Background: an optimization exercise with open tools, aiming at small area and a short achievable clock period. Do not read the settings as production practice.
RTL that was checked went through simulation tests only; none was proved equivalent to the original.
Power and IR drop assume default switching activity.

build 81:
==> flow/design.v (excerpt) <==
module mosaic_coder (
    input  wire        clk,
    input  wire        rst,           
    input  wire        in_valid,
    input  wire        in_first,      
    input  wire        in_last,       
    input  wire [3:0]  in_depth,      
    input  wire [2:0]  in_pred,       
    input  wire [4:0]  in_avail,      
    input  wire        in_ef_colour,  
    input  wire [15:0] in_x,
    input  wire [15:0] in_a,
    input  wire [15:0] in_b,
    input  wire [15:0] in_c,
    input  wire [15:0] in_e,
    input  wire [15:0] in_f,
    output reg         out_valid,
    output reg  [29:0] out_code,      
    output reg  [4:0]  out_len,
    output reg         blk_valid,
    output reg  [2:0]  blk_pred,
    output reg  [22:0] blk_bits
);
  genvar g;
  integer p, j;
  wire [15:0] mid0 = 16'd1 << (in_depth + 4'd7);           
  wire        a_av = in_avail[0];
  wire        b_av = in_avail[1];
  wire        c_av = in_avail[2];
  wire [15:0] a0 = a_av ? in_a : b_av ? in_b : mid0;
  wire [15:0] b0 = b_av ? in_b : a_av ? in_a : mid0;
  wire [15:0] c0 = (c_av && (a_av || b_av)) ? in_c : b0;
  reg         v1, first1, last1, use_ef1;
  reg  [3:0]  depth1;
  reg  [2:0]  pred1;
  reg  [15:0] x1, a1, b1, c1, e1, f1;
  always @(posedge clk) begin
    v1      <= in_valid && !rst;
    first1  <= in_first;
    last1   <= in_last;
    depth1  <= in_depth;
    pred1   <= in_pred;
    use_ef1 <= in_avail[3] && in_avail[4] && in_ef_colour;
    x1      <= in_x;
    a1      <= a0;
    b1      <= b0;
    c1      <= c0;
    e1      <= in_e;
    f1      <= in_f;
  end
  wire [8:0]  dsel;                                        
  generate
    for (g = 0; g < 9; g = g + 1) begin : g_dsel
      assign dsel[g] = (depth1 == g);
    end
  endgenerate
  wire [14:0] umask;                               
  generate
    for (g = 0; g < 15; g = g + 1) begin : g_umask
      if (g <= 6) begin : g_lo
        assign umask[g] = 1'b1;
      end else begin : g_hi
        assign umask[g] = |dsel[8:g-6];
      end
    end
  endgenerate
  wire [15:0] mid = {dsel, 7'd0};                         
  wire [16:0] av_t = {x1, 1'b1} + {1'b1, ~a1} + {1'b1, ~b1} + {16'd0, ~(a1[0] ^ b1[0])};
  wire [16:0] ef_t = {x1, 1'b1} + {1'b1, ~e1} + {1'b1, ~f1} + {16'd0, ~(e1[0] ^ f1[0])};
  wire [15:0] diff [0:5];
  assign diff[0] = x1 ^ mid;
  assign diff[1] = x1 - a1;
  assign diff[2] = x1 - b1;
  ...
Size in the first run: ~4700 cells after synthesis, ~460 flip-flops, ~0.030 sq mm of cells after synthesis.
clock: 20.0 ns
lec_check: 0
abc_area: 1
cap_margin: 20
core_margin: 2
core_utilization: 60
cts_cluster_diameter: 60
cts_cluster_size: 30
slew_margin: 65
standard.sh (not shown) runs the stock make flow with config.mk's settings and CLKGATE_MAP_FILE= SYNTH_SCRIPT=/design/flow/synth_recipe.tcl, a recipe that flattens the netlist after the stock synthesis.
==> flow/flow/run.sh <==
#!/bin/bash
# Layout flow: the standard ORFS flow (standard.sh) with three changes in
# how the layout is made:
#  - synthesis maps adders as plain logic for abc (no half/full adder cells,
#    yosys's default Brent-Kung carry network instead of Kogge-Stone);
#  - abc maps with a 2.8 ns delay target and recovers area within it
#    (flow/abc_area.script, used for the synthesis step only);
#  - ports are buffered with sky130_fd_sc_hd__buf_2 cells.
# Each step's full output goes to a log file in this folder.
set -euo pipefail
export ADDER_MAP_FILE=
export SYNTH_OPERATIONS_ARGS=-booth
export BUFFER_PORTS_ARGS="-buffer_cell sky130_fd_sc_hd__buf_2"

# Synthesis, with a copy of ORFS's scripts whose abc area script is ours
rm -rf synth_scripts
cp -r "$FLOW_HOME/scripts" synth_scripts
cp flow/abc_area.script synth_scripts/abc_area.script
SCRIPTS_DIR="$PWD/synth_scripts" bash standard.sh synth > synth.log 2>&1

# The rest of the standard flow
bash standard.sh > standard.log 2>&1
==> flow/flow/abc_area.script <==
strash
dch
map -D 2800
topo
stime -c
buffer -c
upsize -c
dnsize -c
Build 81: done, clean on timing, DRC and antenna
Edits applied to the flow inputs when going from build 81 to build 72:
# build 81
export LEC_CHECK = 0
export ABC_AREA = 1
export CAP_MARGIN = 20
export CORE_MARGIN = 2
export CORE_UTILIZATION = 60
export CTS_CLUSTER_DIAMETER = 60
export CTS_CLUSTER_SIZE = 30
export SLEW_MARGIN = 65
create_clock -name core_clock -period 20.0 [get_ports {clk}]
# build 72
export LEC_CHECK = 0
export ABC_AREA = 1
export CAP_MARGIN = 20
export CORE_MARGIN = 2
export CORE_UTILIZATION = 60
export CTS_CLUSTER_DIAMETER = 60
export CTS_CLUSTER_SIZE = 30
export SLEW_MARGIN = 70
create_clock -name core_clock -period 20.0 [get_ports {clk}]
--- a/flow/flow/run.sh
+++ b/flow/flow/run.sh
@@ -6 +6 @@
-#  - abc maps with a 2.8 ns delay target and recovers area within it
+#  - abc maps with a 2.6 ns delay target and recovers area within it
--- a/flow/flow/abc_area.script
+++ b/flow/flow/abc_area.script
@@ -3 +3 @@
-map -D 2800
+map -D 2600
### Flow results
| maximum frequency | build 81 vs build 72 | ≈ equal |
Between build 72 and build 81, the source-to-sink clock delay at the later pin of the worst-skew pair does not differ in any meaningful way.
Cell area went up by a few percent going from build 81 to build 72.
Pin count of the biggest net entering global routing ends up lower on build 72.
Between build 72 and build 81, the difference in share of flip-flops with an asynchronous set or reset after synthesis is negligible.
Between build 72 and build 81, the difference in share of the cycle needed by the critical path after routing is negligible.
Comparing build 72 and build 81, the higher synthesized cell count is on build 72.
Modified inputs, build 3 compared to build 72
--- a/flow/flow/run.sh
+++ b/flow/flow/run.sh
@@ -6 +6 @@
-#  - abc maps with a 2.6 ns delay target and recovers area within it
+#  - abc maps with a 3.0 ns delay target and recovers area within it
--- a/flow/flow/abc_area.script
+++ b/flow/flow/abc_area.script
@@ -3 +3 @@
-map -D 2600
+map -D 3000
Findings:
The flow did not stop early for build 3: all stages ran, and the layout cleared the timing, design-rule and antenna checks. Number of buffers added by the clock tree synthesis step (build 72 / build 3): 0.949. Build 3 -> build 72: hold slack flat. Overall via count from detail_route on build 3 is ahead of build 72. Number of tapcells ended up 16 lower on build 3 than on build 72. Compare build 3 and build 72 | pin count of the biggest net entering global routing higher: build 3. Per the comparison of build 3 with build 72, switching power of the nets lost 0.000022 W, total power after layout ~0 delta. Of the two values seen for launching instance or port of the critical path, blk_bits[16] was produced by build 3 and blk_bits[15] by build 72.
What build 25 does differently from build 3 at the input level:
--- a/flow/flow/run.sh
+++ b/flow/flow/run.sh
@@ -6 +6 @@
-#  - abc maps with a 3.0 ns delay target and recovers area within it
+#  - abc maps with a 2.8 ns delay target and recovers area within it
--- a/flow/flow/abc_area.script
+++ b/flow/flow/abc_area.script
@@ -3 +3 @@
-map -D 3000
+map -D 2800
==> comparison <==
The total area of multi-input combinational cells of build 25 exceeds that of build 3 by 1.5%. Build 3 → build 25: final area higher, area of the die higher, sequential share of layout area lower, number of buffers other than clock buffers in the final layout higher, global-route usage over all layers lower. Relative to build 3, actual slew at the worst max-slew pin has increased by 6.8 ps in build 25. On core utilization, build 25 tracks build 3 almost exactly. Run comparison: build 25 worst setup path startpoint out_valid; build 3 worst setup path startpoint blk_bits[16]. Post-synthesis mux area share across build 25 and build 3: no real change.

## job 5450
Another version of the RTL of mosaic_coder (not shown whole).
Size in the first run: ~4900 cells after synthesis, ~460 flip-flops, ~32000 µm² of cells after synthesis.
Settings: LEC_CHECK=0, ABC_AREA=1, CAP_MARGIN=20, CORE_MARGIN=2, CORE_UTILIZATION=60, CTS_CLUSTER_DIAMETER=60, CTS_CLUSTER_SIZE=30, GPL_TIMING_DRIVEN=1, SLEW_MARGIN=70; clock period 20.0 ns.
==> flow/flow/run.sh <==
#!/bin/bash
# Layout flow: the standard ORFS flow (standard.sh) with three changes in
# how the layout is made:
#  - synthesis maps adders as plain logic for abc (no half/full adder cells,
#    yosys's default Brent-Kung carry network instead of Kogge-Stone);
#  - abc maps with a 2.6 ns delay target and recovers area within it
#    (flow/abc_area.script, used for the synthesis step only);
#  - ports are buffered with sky130_fd_sc_hd__buf_2 cells.
# Each step's full output goes to a log file in this folder.
set -euo pipefail
export ADDER_MAP_FILE=
export SYNTH_OPERATIONS_ARGS=-booth
export BUFFER_PORTS_ARGS="-buffer_cell sky130_fd_sc_hd__buf_2"

# Synthesis, with a copy of ORFS's scripts whose abc area script is ours
rm -rf synth_scripts
cp -r "$FLOW_HOME/scripts" synth_scripts
cp flow/abc_area.script synth_scripts/abc_area.script
SCRIPTS_DIR="$PWD/synth_scripts" bash standard.sh synth > synth.log 2>&1

# The rest of the standard flow
bash standard.sh > standard.log 2>&1
==> flow/flow/abc_area.script <==
strash
dch
map -D 2600
topo
stime -c
buffer -c
upsize -c
dnsize -c
### job 5450 -> job 2705
# job 5450
export LEC_CHECK = 0
export ABC_AREA = 1
export CAP_MARGIN = 20
export CORE_MARGIN = 2
export CORE_UTILIZATION = 60
export CTS_CLUSTER_DIAMETER = 60
export CTS_CLUSTER_SIZE = 30
export GPL_TIMING_DRIVEN = 1
export SLEW_MARGIN = 70
create_clock -name core_clock -period 20.0 [get_ports {clk}]
# job 2705
export LEC_CHECK = 0
export ABC_AREA = 1
export CAP_MARGIN = 20
export CORE_MARGIN = 2
export CORE_UTILIZATION = 60
export CTS_CLUSTER_DIAMETER = 60
export CTS_CLUSTER_SIZE = 30
export SLEW_MARGIN = 70
create_clock -name core_clock -period 20.0 [get_ports {clk}]
### Flow results
Adder-cell share of the synthesized area came out exactly the same in job 5450 and job 2705.
Reported for job 5450 and job 2705, flip-flop and latch count turned out identical to the last digit.
As far as design area goes, job 5450 and job 2705 are indistinguishable; the numbers are identical.
Between job 2705 and job 5450, the instance count after placement with tap cells included figures differ only marginally.
Diff job 2705..job 5450 | number of non-clock inverters in the layout | unchanged
Diff job 5450..job 2705 | global-route track usage on met3 | unchanged
Comparing job 5450 against job 2705, there is no change at all in cell count after synthesis.
As far as count of hold buffers inserted by post-cts repair goes, job 5450 and job 2705 are indistinguishable; the numbers are identical.
As far as relative area of non-clock buffer cells in the final design goes, job 5450 and job 2705 are indistinguishable; the numbers are identical.
Function was not checked in any run of this note: the RTL went through the layout flow alone.

## static timing again, ports no longer ideal
How much do the figures lean on ideal ports? The routed layouts below were timed once more, with nothing changed but the port constraints. Step 1 assumes that a clkbuf_16 drives the clock port and a buf_2 every other input. Step 2 adds t to the input delays and takes it off the output delays; t is the mean of the earliest and latest rising clock arrival at the registers after step 1. Input paths then give back, and output paths get back, about the clock's delay inside the block. a / b / c = ideal ports / drivers / drivers and shift; a / b = the first two.
run | t, ns | setup slack, ns | hold WS [ns] | worst setup path after step 2
build 81 | 0.669 | 14.931 / 14.866 / 14.578 | 0.334 / 0.334 / 0.334 | input to register
build 72 | 0.655 | 14.933 / 14.869 / 14.546 | 0.334 / 0.334 / 0.334 | input to register
build 3 | 0.651 | 14.946 / 14.883 / 14.482 | 0.333 / 0.333 / 0.333 | input to register
build 25 | 0.656 | 14.941 / 14.877 / 14.574 | 0.335 / 0.335 / 0.335 | input to register
job 5450 | 0.653 | 14.907 / 14.844 / 14.917 | 0.330 / 0.330 / 0.330 | register to register
job 2705 | 0.653 | 14.907 / 14.844 / 14.917 | 0.330 / 0.330 / 0.330 | register to register
After both steps every run listed still meets setup and hold. For build 3, which loses most, drivers alone change the setup slack by -0.063 ns; drivers and shift together by -0.464 ns.
